This design comes from an exercise in tuning for small area, a short achievable clock period and few clock cycles per item on the open sky130 flow, not from production work. The RTL was checked by simulation tests, not by an equivalence proof against the original design.

==> run K <==
==> flow/design.v <==
module sha256_core (
    input  wire         clk,
    input  wire         rst,
    input  wire         in_valid,
    output wire         in_ready,
    input  wire         in_first,
    input  wire [511:0] in_block,
    output reg          out_valid,
    output wire [255:0] out_digest
);
    localparam [255:0] IV = {32'h6a09e667, 32'hbb67ae85, 32'h3c6ef372, 32'ha54ff53a,
                             32'h510e527f, 32'h9b05688c, 32'h1f83d9ab, 32'h5be0cd19};
    reg  [5:0]   cnt;           
    reg          run;           
    reg          sv;            
    reg          nf;            
    reg          cf;            
    reg          rdy;
    reg          rst_r;         
    reg  [31:0]  r0, r1, r2, r3, r4, r5, r6, r7;    
    reg  [31:0]  a, b, c, e, f, g;
    reg  [31:0]  p, q;          
    reg  [31:0]  kw;            
    reg  [511:0] ws;            
    wire [63:0] cdec = 64'd1 << cnt;
    wire [31:0] kn;
    assign kn[ 0] = |(cdec & 64'h98b616ea7e8452af);
    assign kn[ 1] = |(cdec & 64'h3cfc429a2e6d9b05);
    assign kn[ 2] = |(cdec & 64'h11d358356a97bd33);
    assign kn[ 3] = |(cdec & 64'h4ed9849981be0945);
    assign kn[ 4] = |(cdec & 64'hf526650f94702d6c);
    assign kn[ 5] = |(cdec & 64'h3ce62b59a48c3d1a);
    assign kn[ 6] = |(cdec & 64'h3cf921853ff76e2d);
    assign kn[ 7] = |(cdec & 64'hfc661269473bdb7b);
    assign kn[ 8] = |(cdec & 64'h54a15317bf53ef8b);
    assign kn[ 9] = |(cdec & 64'h56f9098c578090f7);
    assign kn[10] = |(cdec & 64'hcc2798a3038d9720);
    assign kn[11] = |(cdec & 64'h6d3e857b663546e3);
    assign kn[12] = |(cdec & 64'h250312040a412eab);
    assign kn[13] = |(cdec & 64'h7dabb4e5b3166a41);
    assign kn[14] = |(cdec & 64'hadb1c6d512c0e6a7);
    assign kn[15] = |(cdec & 64'h145a655008bb2957);
    assign kn[16] = |(cdec & 64'hb2c08940eba561da);
    assign kn[17] = |(cdec & 64'hc660b5fcd940ecd4);
    assign kn[18] = |(cdec & 64'h86f4d241484a9e76);
    assign kn[19] = |(cdec & 64'h557d3bcfb266fe30);
    assign kn[20] = |(cdec & 64'hbc1e8ce2c2f8fd3e);
    assign kn[21] = |(cdec & 64'hb4a2e26b6cfc851a);
    assign kn[22] = |(cdec & 64'h3b092338162d180d);
    assign kn[23] = |(cdec & 64'h57da4c505c35fc8b);
    assign kn[24] = |(cdec & 64'h801546174a05b22f);
    assign kn[25] = |(cdec & 64'h70198b6ad62994b0);
    assign kn[26] = |(cdec & 64'h3b4b9a0dfe37c301);
    assign kn[27] = |(cdec & 64'h12bcc08182dd906e);
    assign kn[28] = |(cdec & 64'h94d6fc2a2b7016dd);
    assign kn[29] = |(cdec & 64'h98e710ccc3a6c527);
    assign kn[30] = |(cdec & 64'he0f81f0f0c38e64a);
    assign kn[31] = |(cdec & 64'h3f001ff00fc0f873);
    function [31:0] wj(input [511:0] v, input integer j);
        wj = v[511 - 32*j -: 32];
    endfunction
    function [31:0] hj(input [255:0] v, input integer j);
        hj = v[255 - 32*j -: 32];
    endfunction
    function [31:0] rotr(input [31:0] x, input integer n);
        rotr = (x >> n) | (x << (32 - n));
    endfunction
    reg last, pen, c61, strm, fin, lrun, ld;
    reg [3:0] widx;
    wire [31:0] s0_w  = rotr(wj(ws, 1), 7) ^ rotr(wj(ws, 1), 18) ^ (wj(ws, 1) >> 3);
    wire [31:0] s1_w  = rotr(wj(ws, 14), 17) ^ rotr(wj(ws, 14), 19) ^ (wj(ws, 14) >> 10);
    wire [31:0] w_new = wj(ws, 0) + s0_w + wj(ws, 9) + s1_w;
    wire [31:0] w_in  = in_block[511 - 32*widx -: 32];
    wire [31:0] w_sh  = strm ? w_in : w_new;
    wire [31:0] S1  = rotr(e, 6) ^ rotr(e, 11) ^ rotr(e, 25);
    wire [31:0] ch  = (e & f) ^ (~e & g);
    wire [31:0] S0  = rotr(a, 2) ^ rotr(a, 13) ^ rotr(a, 22);
    wire [31:0] mj  = (a & b) ^ (a & c) ^ (b & c);
    wire [31:0] ta  = p + S1 + ch + S0 + mj;
    wire [31:0] te  = q + S1 + ch;
    reg [31:0] iva, ive;
    always @* begin
        case ({c61, pen})
            2'b10:   begin iva = hj(IV, 3); ive = hj(IV, 7); end
            2'b01:   begin iva = hj(IV, 2); ive = hj(IV, 6); end
            default: begin iva = hj(IV, 1); ive = hj(IV, 5); end
        endcase
    end
    wire [31:0] sa  = ((cf & fin) ? iva : r0) + (a & {32{fin}});
    wire [31:0] se  = ((cf & fin) ? ive : r4) + (e & {32{fin}});
    wire [31:0] y0  = cf ? hj(IV, 0) : r2;
    wire [31:0] y4  = cf ? hj(IV, 4) : r6;
    wire [31:0] y7  = nf ? hj(IV, 7) : r2;
    wire [31:0] y3  = nf ? hj(IV, 3) : r6;
    wire [31:0] hh  = last ? y7 : g;
    wire [31:0] dd  = last ? y3 : c;
    wire [31:0] pn  = hh + kw + (pen ? y0 : 32'd0);
    wire [31:0] qn  = dd + hh + kw + (pen ? y4 : 32'd0);
    wire [31:0] kwn = kn + wj(ws, 1);                    
    always @(posedge clk) begin
        ws <= {ws[479:0], w_sh};
        p  <= pn;
        q  <= qn;
        kw <= kwn;
        a  <= ld ? (nf ? hj(IV, 0) : r1) : ta;
        e  <= ld ? (nf ? hj(IV, 4) : r5) : te;
        if (last) begin
            b <= nf ? hj(IV, 1) : sa;
            c <= nf ? hj(IV, 2) : r7;
            f <= nf ? hj(IV, 5) : se;
            g <= nf ? hj(IV, 6) : r3;
        end else begin
            b <= a; c <= b;
            f <= e; g <= f;
        end
        r0 <= lrun ? ta : r1;
        r1 <= r2; r2 <= r3; r3 <= se;
        r4 <= lrun ? te : r5;
        r5 <= r6; r6 <= r7; r7 <= sa;
    end
    always @(posedge clk)
        rst_r <= rst;
    always @(posedge clk) begin
        if (rst_r) begin
            cnt       <= 6'd47;
            last      <= 1'b0;
            pen       <= 1'b0;
            c61       <= 1'b0;
            strm      <= 1'b1;
            fin       <= 1'b0;
            lrun      <= 1'b0;
            ld        <= 1'b0;
            widx      <= 4'd0;
            run       <= 1'b0;
            sv        <= 1'b0;
            cf        <= 1'b0;
            rdy       <= 1'b0;
            out_valid <= 1'b0;
        end else begin
            cnt       <= cnt + 6'd1;
            last      <= (cnt == 6'd62);
            pen       <= (cnt == 6'd61);
            c61       <= (cnt == 6'd60);
            strm      <= (cnt >= 6'd46) && (cnt <= 6'd61);
            fin       <= run && (cnt >= 6'd60) && (cnt <= 6'd62);
            lrun      <= run && (cnt == 6'd62);
            ld        <= (cnt == 6'd62) && (in_first || !run);
            widx      <= cnt[3:0] + 4'd2;
            out_valid <= run & last;
            rdy       <= sv & (cnt == 6'd61);
            if (cnt == 6'd47) sv <= in_valid;
            if (pen && sv) nf <= in_first;
            if (last) begin
                run <= sv;
                sv  <= 1'b0;
                cf  <= sv & nf;
            end
        end
    end
    assign in_ready   = rdy;
    assign out_digest = {r0, r7, r6, r5, r4, r3, r2, r1};
endmodule
==> flow/flow/run.sh <==
#!/bin/bash
# Layout flow: the standard ORFS flow (standard.sh, unchanged, with
# the standard flow's config.mk and SDC), with two settings on make's command line:
#  - the port buffers that the flow puts on every input and output are
#    sky130_fd_sc_hd__buf_1 rather than the delay buffer it picks by default.
# make's full output goes to standard_flow.log here; ORFS keeps each step's
# log under orfs/logs.
set -euo pipefail
bash standard.sh SETUP_SLACK_MARGIN=10 "BUFFER_PORTS_ARGS=-buffer_cell sky130_fd_sc_hd__buf_1" > standard_flow.log 2>&1
==> flow/standard.sh <==
#!/bin/bash
# synth_recipe.tcl (not shown) runs the flow's synth.tcl, then flattens the netlist and writes it again
# the make line also repeats each setting of config.mk as NAME=value (left out here)
make -C /OpenROAD-flow-scripts/flow DESIGN_CONFIG=/design/flow/config.mk WORK_HOME=/design/flow/orfs CLKGATE_MAP_FILE= SYNTH_SCRIPT=/design/flow/synth_recipe.tcl "${@:-finish}"
==> flow/config.mk <==
export PLATFORM = sky130hd
export DESIGN_NAME = sha256_core
export DESIGN_NICKNAME = sha256_core
export VERILOG_FILES = /design/flow/design.v
export SDC_FILE = /design/flow/constraint.sdc
export NUM_CORES = 4
export LEC_CHECK = 0
export CAP_MARGIN = 5
export CORE_MARGIN = 2
export CORE_UTILIZATION = 40
export CTS_CLUSTER_DIAMETER = 100
export CTS_CLUSTER_SIZE = 24
export SLEW_MARGIN = 5
==> flow/constraint.sdc <==
create_clock -name core_clock -period 15.0 [get_ports {clk}]
set_input_delay 3.0000 -clock core_clock [delete_from_list [all_inputs] [get_ports {clk}]]
set_output_delay 3.0000 -clock core_clock [all_outputs]
set_load 0.01 [all_outputs]
==> run B (differences from run K) <==
--- a/flow/design.v
+++ b/flow/design.v
@@ -16,46 +16,32 @@
     reg          nf;            
     reg          cf;            
     reg          rdy;
-    reg          rst_r;         
     reg  [31:0]  r0, r1, r2, r3, r4, r5, r6, r7;    
     reg  [31:0]  a, b, c, e, f, g;
     reg  [31:0]  p, q;          
     reg  [31:0]  kw;            
     reg  [511:0] ws;            
-    wire [63:0] cdec = 64'd1 << cnt;
-    wire [31:0] kn;
-    assign kn[ 0] = |(cdec & 64'h98b616ea7e8452af);
-    assign kn[ 1] = |(cdec & 64'h3cfc429a2e6d9b05);
-    assign kn[ 2] = |(cdec & 64'h11d358356a97bd33);
-    assign kn[ 3] = |(cdec & 64'h4ed9849981be0945);
-    assign kn[ 4] = |(cdec & 64'hf526650f94702d6c);
-    assign kn[ 5] = |(cdec & 64'h3ce62b59a48c3d1a);
-    assign kn[ 6] = |(cdec & 64'h3cf921853ff76e2d);
-    assign kn[ 7] = |(cdec & 64'hfc661269473bdb7b);
-    assign kn[ 8] = |(cdec & 64'h54a15317bf53ef8b);
-    assign kn[ 9] = |(cdec & 64'h56f9098c578090f7);
-    assign kn[10] = |(cdec & 64'hcc2798a3038d9720);
-    assign kn[11] = |(cdec & 64'h6d3e857b663546e3);
-    assign kn[12] = |(cdec & 64'h250312040a412eab);
-    assign kn[13] = |(cdec & 64'h7dabb4e5b3166a41);
-    assign kn[14] = |(cdec & 64'hadb1c6d512c0e6a7);
-    assign kn[15] = |(cdec & 64'h145a655008bb2957);
-    assign kn[16] = |(cdec & 64'hb2c08940eba561da);
-    assign kn[17] = |(cdec & 64'hc660b5fcd940ecd4);
-    assign kn[18] = |(cdec & 64'h86f4d241484a9e76);
-    assign kn[19] = |(cdec & 64'h557d3bcfb266fe30);
-    assign kn[20] = |(cdec & 64'hbc1e8ce2c2f8fd3e);
-    assign kn[21] = |(cdec & 64'hb4a2e26b6cfc851a);
-    assign kn[22] = |(cdec & 64'h3b092338162d180d);
-    assign kn[23] = |(cdec & 64'h57da4c505c35fc8b);
-    assign kn[24] = |(cdec & 64'h801546174a05b22f);
-    assign kn[25] = |(cdec & 64'h70198b6ad62994b0);
-    assign kn[26] = |(cdec & 64'h3b4b9a0dfe37c301);
-    assign kn[27] = |(cdec & 64'h12bcc08182dd906e);
-    assign kn[28] = |(cdec & 64'h94d6fc2a2b7016dd);
-    assign kn[29] = |(cdec & 64'h98e710ccc3a6c527);
-    assign kn[30] = |(cdec & 64'he0f81f0f0c38e64a);
-    assign kn[31] = |(cdec & 64'h3f001ff00fc0f873);
+    reg [31:0] kn;
+    always @* begin
+        case (cnt)
+            6'd0: kn = 32'hb5c0fbcf; 6'd1: kn = 32'he9b5dba5; 6'd2: kn = 32'h3956c25b; 6'd3: kn = 32'h59f111f1;
+            6'd4: kn = 32'h923f82a4; 6'd5: kn = 32'hab1c5ed5; 6'd6: kn = 32'hd807aa98; 6'd7: kn = 32'h12835b01;
+            6'd8: kn = 32'h243185be; 6'd9: kn = 32'h550c7dc3; 6'd10: kn = 32'h72be5d74; 6'd11: kn = 32'h80deb1fe;
+            6'd12: kn = 32'h9bdc06a7; 6'd13: kn = 32'hc19bf174; 6'd14: kn = 32'he49b69c1; 6'd15: kn = 32'hefbe4786;
+            6'd16: kn = 32'h0fc19dc6; 6'd17: kn = 32'h240ca1cc; 6'd18: kn = 32'h2de92c6f; 6'd19: kn = 32'h4a7484aa;
+            6'd20: kn = 32'h5cb0a9dc; 6'd21: kn = 32'h76f988da; 6'd22: kn = 32'h983e5152; 6'd23: kn = 32'ha831c66d;
+            6'd24: kn = 32'hb00327c8; 6'd25: kn = 32'hbf597fc7; 6'd26: kn = 32'hc6e00bf3; 6'd27: kn = 32'hd5a79147;
+            6'd28: kn = 32'h06ca6351; 6'd29: kn = 32'h14292967; 6'd30: kn = 32'h27b70a85; 6'd31: kn = 32'h2e1b2138;
+            6'd32: kn = 32'h4d2c6dfc; 6'd33: kn = 32'h53380d13; 6'd34: kn = 32'h650a7354; 6'd35: kn = 32'h766a0abb;
+            6'd36: kn = 32'h81c2c92e; 6'd37: kn = 32'h92722c85; 6'd38: kn = 32'ha2bfe8a1; 6'd39: kn = 32'ha81a664b;
+            6'd40: kn = 32'hc24b8b70; 6'd41: kn = 32'hc76c51a3; 6'd42: kn = 32'hd192e819; 6'd43: kn = 32'hd6990624;
+            6'd44: kn = 32'hf40e3585; 6'd45: kn = 32'h106aa070; 6'd46: kn = 32'h19a4c116; 6'd47: kn = 32'h1e376c08;
+            6'd48: kn = 32'h2748774c; 6'd49: kn = 32'h34b0bcb5; 6'd50: kn = 32'h391c0cb3; 6'd51: kn = 32'h4ed8aa4a;
+            6'd52: kn = 32'h5b9cca4f; 6'd53: kn = 32'h682e6ff3; 6'd54: kn = 32'h748f82ee; 6'd55: kn = 32'h78a5636f;
+            6'd56: kn = 32'h84c87814; 6'd57: kn = 32'h8cc70208; 6'd58: kn = 32'h90befffa; 6'd59: kn = 32'ha4506ceb;
+            6'd60: kn = 32'hbef9a3f7; 6'd61: kn = 32'hc67178f2; 6'd62: kn = 32'h428a2f98; default: kn = 32'h71374491;
+        endcase
+    end
     function [31:0] wj(input [511:0] v, input integer j);
         wj = v[511 - 32*j -: 32];
     endfunction
@@ -118,10 +104,8 @@
         r4 <= lrun ? te : r5;
         r5 <= r6; r6 <= r7; r7 <= sa;
     end
-    always @(posedge clk)
-        rst_r <= rst;
     always @(posedge clk) begin
-        if (rst_r) begin
+        if (rst) begin
             cnt       <= 6'd47;
             last      <= 1'b0;
             pen       <= 1'b0;
==> flow/run.sh (new file) <==
#!/bin/bash
# synth_recipe.tcl (not shown) runs the flow's synth.tcl, then flattens the netlist and writes it again
# the make line also repeats each setting of config.mk as NAME=value (left out here)
make -C /OpenROAD-flow-scripts/flow DESIGN_CONFIG=/design/flow/config.mk WORK_HOME=/design/flow/orfs CLKGATE_MAP_FILE= SYNTH_SCRIPT=/design/flow/synth_recipe.tcl finish
CAP_MARGIN = 20   (was 5)
CTS_CLUSTER_DIAMETER = unset   (was 100)
CTS_CLUSTER_SIZE = unset   (was 24)
SLEW_MARGIN = 20   (was 5)
removed: flow/flow/run.sh
removed: flow/standard.sh
==> run X (differences from run K) <==
CAP_MARGIN = 20   (was 5)
CORE_UTILIZATION = 50   (was 40)
SLEW_MARGIN = 20   (was 5)
==> summary.txt <==
Clock-cell share of area = 2.431%
Cts repair resizes = 164
Cell Area, Synth = 56150 sq um
Worst R2R Start = cnt[5]
Signal buffers = 924
Worst Setup EP = kw[30]
Compound-Gate Fraction of Synth Area = 17.14%
WL per Instance = 29.73 um
Status = complete, no violations
Clock slew at reported path FFs = 100 ps
Post-synthesis sequential area ratio = 38.52%
Met3 global-route usage = 5.491%
Post-Synth Adder-Cell Area = 15.98%
H-tree levels = 2
[end of results for run K]
==> summary.txt <==
Cts repair resizes = 184
Worst Setup EP = kw[30]
Met3 global-route usage = 10.35%
Status = complete, no violations
Clock slew at reported path FFs = 90 ps
Post-Synth Adder-Cell Area = 15.98%
Post-synthesis sequential area ratio = 38.52%
WL per Instance = 31.77 um
Worst R2R Start = cnt[0]
H-tree levels = 2
[end of results for run X]
==> summary.txt <==
Worst R2R Start = e[6]
Post-Synth Adder-Cell Area = 16.26%
H-tree levels = 3
Met3 global-route usage = 5.040%
Cts repair resizes = 0
Compound-Gate Fraction of Synth Area = 16.59%
Status = complete, no violations
Signal buffers = 856
Clock slew at reported path FFs = 60 ps
Worst Setup EP = a[31]
[end of results for run B]
Testbench counts of run K, summed over its fixed seeds: cycles 78,296, items 1,221.
Testbench counts of run B, summed over its fixed seeds: cycles 78,288, items 1,221.
Testbench counts of run X, summed over its fixed seeds: cycles 78,296, items 1,221.

[what the ideal ports hide]
Ports are ideal in the flow. The routed layouts listed here were re-timed in OpenROAD. Step 1, drivers: a clkbuf_16 drives clk and a buf_2 each remaining input, both assumed. Step 2 adds t to the input delays and takes it off the output delays; t is the mean of the earliest and latest rising clock arrival at the registers after step 1. Input paths then give back, and output paths get back, about the clock's delay inside the block. Slacks: ideal ports / drivers / drivers and shift; pairs: ideal ports / drivers.
run | shift t [ns] | slack for setup (ns) | slew at the worst register clock pin (ns) | worst data-port slew with drivers (ns) | pins driven straight from the clock port
run K | 0.752 | 10.024 / 10.024 / 9.824 | 0.11 / 0.11 | 0.18 | 1
run B | 0.796 | 8.558 / 8.558 / 8.101 | 0.07 / 0.07 | 0.28 | 1
run X | 0.766 | 9.974 / 9.974 / 9.650 | 0.11 / 0.11 | 0.33 | 1
After both steps setup and hold are still met in every run listed. The setup slack of run B, which loses most, moves by 0.000 ns with the drivers and by -0.457 ns with both steps.
